Background: an optimization exercise with open tools, aiming at small area and a short achievable clock period. Do not read the settings as production practice. The RTL was checked by simulation tests, not by an equivalence proof against the original design. Power is estimated from default activity; no workload was simulated.

== harbor ==
// frer_recov
module frer_recov (
    input  wire        clk,
    input  wire        rst,              
    input  wire        cfg_we,
    input  wire [2:0]  cfg_stream,
    input  wire        cfg_en,           
    input  wire [5:0]  cfg_hist_len_m1,  
    input  wire [10:0] cfg_reset_fr,     
    input  wire        cfg_recov_reset,  
    input  wire        in_valid,
    input  wire [2:0]  in_stream,
    input  wire        in_tagged,
    input  wire [15:0] in_seq,
    input  wire        tick,
    output reg         out_valid,
    output reg         out_pass,
    output reg  [2:0]  out_why,
    input  wire        rd_en,
    input  wire [2:0]  rd_stream,
    input  wire [3:0]  rd_sel,
    output reg         rd_valid,
    output reg  [15:0] rd_data
);
clock: 60.0 ns
lec_check: 0
cap_margin: 35
core_margin: 2
core_utilization: 35
cts_cluster_diameter: 100
cts_cluster_size: 20
slew_margin: 35
synth_hierarchical: 1
standard.sh (not shown) runs the stock make flow with config.mk's settings and CLKGATE_MAP_FILE= SYNTH_SCRIPT=/design/flow/synth_recipe.tcl, a recipe that flattens the netlist after the stock synthesis.
==> flow/flow/run.sh <==
#!/bin/bash
# Standard ORFS layout (the standard.sh, standard synthesis unchanged).
# Up to clock tree synthesis, the resizer's setup repair is asked to keep a
# large margin, so that it sizes the paths from the inputs instead of leaving
# minimum-size cells on them; routing and finishing then run as standard.
set -euo pipefail
bash standard.sh SETUP_SLACK_MARGIN=45.5 TNS_END_PERCENT=100 cts > make_cts.log 2>&1
bash standard.sh finish > make_finish.log 2>&1
### harbor -> juniper
# harbor
export LEC_CHECK = 0
export CAP_MARGIN = 35
export CORE_MARGIN = 2
export CORE_UTILIZATION = 35
export CTS_CLUSTER_DIAMETER = 100
export CTS_CLUSTER_SIZE = 20
export SLEW_MARGIN = 35
export SYNTH_HIERARCHICAL = 1
create_clock -name core_clock -period 60.0 [get_ports {clk}]
# juniper
export LEC_CHECK = 0
export CAP_MARGIN = 35
export CORE_MARGIN = 2
export CORE_UTILIZATION = 30
export SLEW_MARGIN = 35
export SYNTH_HIERARCHICAL = 1
create_clock -name core_clock -period 60.0 [get_ports {clk}]
### Flow results
Total length of routed met2 wires delta (juniper -> harbor): insignificant
Summary of juniper over harbor: total design power up 15%, count of placed standard cells in the final layout, fillers left out higher.
What juniper reported for via density per instance has to be multiplied by 1.06 to get the figure for harbor.


== run 1 ==
frer_recov, a different RTL version from the one above (not shown whole).
Size: roughly 110000 um2 of cells after synthesis.
export LEC_CHECK = 0
export CAP_MARGIN = 35
export CORE_MARGIN = 2
export CORE_UTILIZATION = 35
export CTS_CLUSTER_DIAMETER = 100
export CTS_CLUSTER_SIZE = 20
export SLEW_MARGIN = 35
export SYNTH_HIERARCHICAL = 1
create_clock -name core_clock -period 60.0 [get_ports {clk}]
Scripts as last shown in full above: flow/flow/run.sh
Run 1 ended with every stage complete and zero timing, DRC or antenna violations.
Here is what was changed in the inputs of run 2 compared with run 1.
diff --git a/flow/flow/run.sh b/flow/flow/run.sh
--- a/flow/flow/run.sh
+++ b/flow/flow/run.sh
@@ -7 +7 @@
-bash standard.sh SETUP_SLACK_MARGIN=45.5 TNS_END_PERCENT=100 cts > make_cts.log 2>&1
+bash standard.sh SETUP_SLACK_MARGIN=45 TNS_END_PERCENT=100 cts > make_cts.log 2>&1
[summary]
Run 2 vs run 1 — met2 layer usage reported by global route rose 1.9 points. Run 2: relative area change from synthesis to final layout is 0.31 points higher than what run 1 reported. Clock insertion delay at the later pin of the skew report: run 1 vs run 2 — no meaningful difference. For run 1, the startpoint of the most critical setup path was in_stream[2], unlike run 2, where it was in_stream[1]. Delta (run 2 minus run 1): worst setup slack decreased 76 ps; global placer's final weighted congestion decreased 0.057; actual transition at the worst max-transition pin decreased 65 ps; worst hold margin increased 8.6 ps. Via count delta for run 2 relative to run 1: 569 higher. Comparing power for run 2 and run 1, the bigger number came from run 2.
Modified inputs, run 3 compared to run 2
- CORE_UTILIZATION changed from 35 to 40
diff --git a/flow/flow/run.sh b/flow/flow/run.sh
--- a/flow/flow/run.sh
+++ b/flow/flow/run.sh
@@ -7 +7 @@
-bash standard.sh SETUP_SLACK_MARGIN=45 TNS_END_PERCENT=100 cts > make_cts.log 2>&1
+bash standard.sh SETUP_SLACK_MARGIN=45.5 TNS_END_PERCENT=100 cts > make_cts.log 2>&1
==> comparison <==
Clock buffer count from CTS up 1 in run 3 wrt run 2. Final area across run 3 and run 2: no real change. In the flow results for run 3 and run 2, the first-pass GRT wire length is smaller on run 2. Instance count on the critical path for run 3 is lower than for run 2. The overall track demand over capacity in global routing of run 3 is higher than that of run 2. Summary — power, run 3 relative to run 2: lower, by about 0.7%.
Input changes introduced in run 4 (baseline for comparison: run 3):
- CORE_UTILIZATION now 30, was 40
Notes after the runs:
- From run 3 to run 4 the numbers moved as follows: final wirelength increased by 5.5% relative to the old numbers; length of routed met3 wiring went up by about 3.4%.
- On worst setup slack, run 3 tracks run 4 almost exactly.
- Clock period minus worst slack: run 4 vs run 3, no meaningful difference
- Portion of the clock cycle consumed by the worst path in the final layout: run 4 vs run 3, no meaningful difference
- Max worst-case hold slack across run 4 and run 3: run 3


frer_recov, a different RTL version from the one above (not shown whole).
Size: about 77 I/O pins.
export LEC_CHECK = 0
export CAP_MARGIN = 35
export CORE_MARGIN = 2
export CORE_UTILIZATION = 30
export CTS_CLUSTER_DIAMETER = 100
export CTS_CLUSTER_SIZE = 20
export SLEW_MARGIN = 35
export SYNTH_HIERARCHICAL = 1
create_clock -name core_clock -period 60.0 [get_ports {clk}]
==> flow/flow/run.sh <==
#!/bin/bash
# Standard ORFS layout (the standard.sh, standard synthesis unchanged).
# Up to clock tree synthesis, the resizer's setup repair is asked to keep a
# large margin, so that it sizes the paths from the inputs instead of leaving
# minimum-size cells on them; routing and finishing then run as standard.
set -euo pipefail
bash standard.sh SETUP_SLACK_MARGIN=45.5 TNS_END_PERCENT=100 cts > make_cts.log 2>&1
bash standard.sh finish > make_finish.log 2>&1
Next try:
--- a/flow/config.mk
+++ b/flow/config.mk
@@ -11,2 +10,0 @@
-export CTS_CLUSTER_DIAMETER = 100
-export CTS_CLUSTER_SIZE = 20
What happened: The changed run finished with timing, DRC and antenna clean; clock-buffer cell count is higher by 171; via count rises by 1.2%; area after synthesis does not change; first-iteration DRC count rose by 6.1%; die area stays the same; combinational power rises by about 1%; total power rises by 20%.

-- what the ideal ports hide --
The results above use ideal ports. As a check the final layouts listed here were re-extracted and re-timed, cells and wires unchanged. Step 1 sets driving cells, clkbuf_16 on the clock port and buf_2 on the other inputs (assumed; they add their load-dependent delay and slew). Step 2 times the ports against the registers' clock, not the clock port: input delays grow and output delays shrink by t, the midpoint of the rising clock arrivals with the driver on. Three values: ideal, step 1, step 2; two values: the first two.
run | t, ns | slack for setup (ns) | worst setup path after step 2 | worst register clock-pin slew, ns | worst data-port slew with drivers (ns)
harbor | 1.072 | 45.048 / 44.906 / 43.834 | input to register | 0.10 / 0.10 | 0.36
juniper | 1.058 | 44.691 / 44.665 / 43.607 | input to register | 0.08 / 0.08 | 0.44
run 1 | 0.955 | 44.376 / 44.176 / 43.221 | input to register | 0.11 / 0.11 | 0.35
run 2 | 0.949 | 44.300 / 44.080 / 43.131 | input to register | 0.10 / 0.10 | 0.43
run 3 | 0.970 | 44.316 / 44.189 / 43.218 | input to register | 0.10 / 0.10 | 0.36
run 4 | 1.046 | 44.314 / 44.168 / 43.122 | input to register | 0.10 / 0.10 | 0.31
the first run of note 3 | 1.031 | 44.610 / 44.530 / 43.499 | input to register | 0.11 / 0.11 | 0.31
the second run of note 3 | 1.067 | 44.786 / 44.635 / 43.567 | input to register | 0.07 / 0.07 | 0.32
After both steps setup and hold are still met in every run listed. For the second run of note 3, which loses most, drivers alone change the setup slack by -0.151 ns; drivers and shift together by -1.219 ns.
